From an optimization exercise on the open Yosys and OpenROAD flow, aimed at small area, a short achievable clock period and few clock cycles; shortcuts taken in it are not production practice. Function was checked by simulation only, so behaviour that the tests miss may differ from the original. No activity file was given, so power comes from the tool's default toggle rates.

Design fp8dot, start of the top module:
module fp8dot (
    input  wire        clk,
    input  wire        rst,           
    input  wire        in_valid,
    output wire        in_ready,
    input  wire        in_first,      
    input  wire        in_last,       
    input  wire [3:0]  in_mask,       
    input  wire        in_fmt_a,      
    input  wire        in_fmt_b,
    input  wire [31:0] in_a,          
    input  wire [31:0] in_b,
    input  wire [2:0]  in_out_fmt,    
    input  wire [10:0] in_scale,      
    output reg         out_valid,
    output reg  [31:0] out_data,      
    output reg         out_sat,       
    output wire [95:0] out_value,     
    output wire [2:0]  out_flags      
);
==> flow/config.mk <==
export PLATFORM = sky130hd
export DESIGN_NAME = fp8dot
export DESIGN_NICKNAME = fp8dot
export VERILOG_FILES = /design/flow/design.v
export SDC_FILE = /design/flow/constraint.sdc
export NUM_CORES = 4
export LEC_CHECK = 0
export CAP_MARGIN = 35
export CORE_MARGIN = 2
export CORE_UTILIZATION = 45
export CTS_CLUSTER_DIAMETER = 100
export CTS_CLUSTER_SIZE = 20
export SLEW_MARGIN = 35
export TNS_END_PERCENT = 0
export SETUP_SLACK_MARGIN = 17
export BUFFER_PORTS_ARGS = -buffer_cell sky130_fd_sc_hd__buf_2
==> flow/constraint.sdc <==
create_clock -name core_clock -period 22.0 [get_ports {clk}]
set_input_delay 4.4000 -clock core_clock [delete_from_list [all_inputs] [get_ports {clk}]]
set_output_delay 4.4000 -clock core_clock [all_outputs]
set_load 0.01 [all_outputs]
standard.sh (not shown) runs the stock make flow with config.mk's settings and CLKGATE_MAP_FILE= SYNTH_SCRIPT=/design/flow/synth_recipe.tcl, a recipe that flattens the netlist after the stock synthesis.
==> flow/flow/run.sh <==
#!/bin/bash
# The standard layout, with ORFS's timing repair aimed below the clock
# period (extra setup margin) and plain buffers on the ports; the clock and
# constraints are unchanged.
set -e
cat >> config.mk <<'EOS'
export SETUP_SLACK_MARGIN = 17
export BUFFER_PORTS_ARGS = -buffer_cell sky130_fd_sc_hd__buf_2
EOS
bash standard.sh > standard.log 2>&1
Testbench counts at the start, summed over its fixed seeds: cycles 61,386.
==> next run, changes <==
--- a/flow/flow/run.sh
+++ b/flow/flow/run.sh
@@ -6,3 +6,3 @@
 cat >> config.mk <<'EOS'
-export SETUP_SLACK_MARGIN = 17
+export SETUP_SLACK_MARGIN = 16
 export BUFFER_PORTS_ARGS = -buffer_cell sky130_fd_sc_hd__buf_2
--- a/flow/config.mk
+++ b/flow/config.mk
@@ -10,7 +10,4 @@
 export CORE_UTILIZATION = 45
-export CTS_CLUSTER_DIAMETER = 100
-export CTS_CLUSTER_SIZE = 20
 export SLEW_MARGIN = 35
-export TNS_END_PERCENT = 0
-export SETUP_SLACK_MARGIN = 17
+export SETUP_SLACK_MARGIN = 16
 export BUFFER_PORTS_ARGS = -buffer_cell sky130_fd_sc_hd__buf_2
Setup slack is worse by 95 ps.
Critical path depth increases by 17.
Synthesized cell count stays the same.
Cell area increases slightly.
Routed wire length increases slightly.
Synthesized area does not change.
Final cell count increases slightly.
Via count increases slightly.
Utilization increases by 0.54 points.

* * *

Setup of run M:
fp8dot again, from the RTL that the note above started with.
clock: 22.0 ns
lec_check: 0
cap_margin: 35
core_margin: 2
core_utilization: 45
slew_margin: 35
tns_end_percent: 0
setup_slack_margin: 17
buffer_ports_args: -buffer_cell sky130_fd_sc_hd__buf_2
==> flow/flow/run.sh <==
#!/bin/bash
# The standard layout, with ORFS's timing repair aimed below the clock
# period (extra setup margin) and plain buffers on the ports; the clock and
# constraints are unchanged.
set -e
cat >> config.mk <<'EOS'
export SETUP_SLACK_MARGIN = 17
export BUFFER_PORTS_ARGS = -buffer_cell sky130_fd_sc_hd__buf_2
EOS
bash standard.sh > standard.log 2>&1
Testbench counts of run M, summed over its fixed seeds: cycles 61,386.
Relative to run M, the following input files were edited for run C:
- putting CTS_CLUSTER_SIZE at 20 where nothing was set
- swapping 45 for 50 in CORE_UTILIZATION
- swapping -buffer_cell sky130_fd_sc_hd__buf_2 for -buffer_cell sky130_fd_sc_hd__buf_1 in BUFFER_PORTS_ARGS
- putting CTS_CLUSTER_DIAMETER at 100 where nothing was set
==> flow/flow/run.sh <==
#!/bin/bash
# The standard layout (standard.sh) with different settings: ORFS's
# timing repair aimed below the clock period (extra setup margin, worst
# path only), plain buf_1 port buffers and larger clock-tree sink
# clusters. The clock, constraints and synthesis are unchanged.
set -e
cat >> config.mk <<'EOS'
export SETUP_SLACK_MARGIN = 17
export BUFFER_PORTS_ARGS = -buffer_cell sky130_fd_sc_hd__buf_1
EOS
bash standard.sh > standard.log 2>&1
Results
Compared with run M, in run C register-to-register slack rose by 0.02 ns, max-capacitance violation count roughly the same, relative slew slack increased by 1.6 points relative to the old numbers. Share of the clock period used by the worst path: run C vs run M, no meaningful difference. Peak supply drop of run C exceeds that of run M by more than 10%. Distinct cell type count after synthesis: run C vs run M identical.

* * *

## trial 21
fp8dot, a different RTL version from the one above (not shown whole).
For scale: ~4,200 cells after synthesis, ~490 flip-flops, about 39,000 um^2 of cells after synthesis.
==> flow/design.v (excerpt) <==
module fp8dot (
    input  wire        clk,
    input  wire        rst,           
    input  wire        in_valid,
    output wire        in_ready,
    input  wire        in_first,      
    input  wire        in_last,       
    input  wire [3:0]  in_mask,       
    input  wire        in_fmt_a,      
    input  wire        in_fmt_b,
    input  wire [31:0] in_a,          
    input  wire [31:0] in_b,
    input  wire [2:0]  in_out_fmt,    
    input  wire [10:0] in_scale,      
    output reg         out_valid,
    output reg  [31:0] out_data,      
    output reg         out_sat,       
    output wire [95:0] out_value,     
    output wire [2:0]  out_flags      
);
clock: 22.0 ns
lec_check: 0
cap_margin: 35
core_margin: 2
core_utilization: 45
cts_cluster_diameter: 100
cts_cluster_size: 20
slew_margin: 35
tns_end_percent: 0
setup_slack_margin: 17
buffer_ports_args: -buffer_cell sky130_fd_sc_hd__buf_1
==> flow/flow/run.sh <==
#!/bin/bash
# The standard layout (standard.sh) with different settings: ORFS's
# timing repair aimed below the clock period (extra setup margin, worst
# path only), plain buf_1 port buffers and larger clock-tree sink
# clusters. The clock, constraints and synthesis are unchanged.
set -e
cat >> config.mk <<'EOS'
export SETUP_SLACK_MARGIN = 17
export BUFFER_PORTS_ARGS = -buffer_cell sky130_fd_sc_hd__buf_1
EOS
bash standard.sh > standard.log 2>&1
Testbench counts of trial 21, summed over its fixed seeds: cycles 61,386.
The following lists how trial 47 was set up differently from trial 21:
Settings: CORE_UTILIZATION now 50, was 45.
## What came out
Trial 47: no failed stages, no open violations at the end. Reported for trial 47 and trial 21, total nets after synthesis turned out identical to the last digit. Cmp trial 47 vs trial 21: buffers inserted during post-CTS setup optimization higher in trial 47. Of trial 47 and trial 21, the run reporting the higher worst slack at placement was trial 47. Between trial 47 and trial 21, the difference in register-to-register slack is negligible. met3 demand-to-capacity share in global routing ended up 1.4 points higher on trial 47 than on trial 21. Cmp trial 47 and trial 21 / combinational group share of total power / higher: trial 47.

## re-timing with driven ports
How much do the figures lean on ideal ports? The routed layouts below were timed once more, with nothing changed but the port constraints.
Step 1: set_driving_cell puts a clkbuf_16 on clk and a buf_2 on each other input, an assumption about the parent block.
Step 2, shift: input delay + t, output delay - t, t = (earliest + latest rising clock arrival at the registers) / 2. This alone moves slack from input paths to output paths.
Slacks: ideal / step 1 / step 2; pairs: ideal / step 1.
run | shift t [ns] | setup WS [ns] | latest minus earliest clock arrival (ns) | worst register clock-pin slew, ns | cell pins on the clock port's net
the first run of note 1 | 0.700 | 16.209 / 16.142 / 15.618 | 0.022 / 0.022 | 0.09 / 0.09 | 1
the second run of note 1 | 0.692 | 16.113 / 16.084 / 15.513 | 0.024 / 0.024 | 0.07 / 0.07 | 1
run M | 0.679 | 16.211 / 16.147 / 15.612 | 0.023 / 0.023 | 0.06 / 0.06 | 1
run C | 0.709 | 16.227 / 16.160 / 15.633 | 0.037 / 0.038 | 0.09 / 0.09 | 1
trial 21 | 0.655 | 16.217 / 16.156 / 16.076 | 0.057 / 0.057 | 0.08 / 0.08 | 1
trial 47 | 0.645 | 16.246 / 16.180 / 16.083 | 0.051 / 0.052 | 0.09 / 0.09 | 1
After both steps every run listed still meets setup and hold. For the second run of note 1, which loses most, drivers alone change the setup slack by -0.029 ns; drivers and shift together by -0.600 ns.
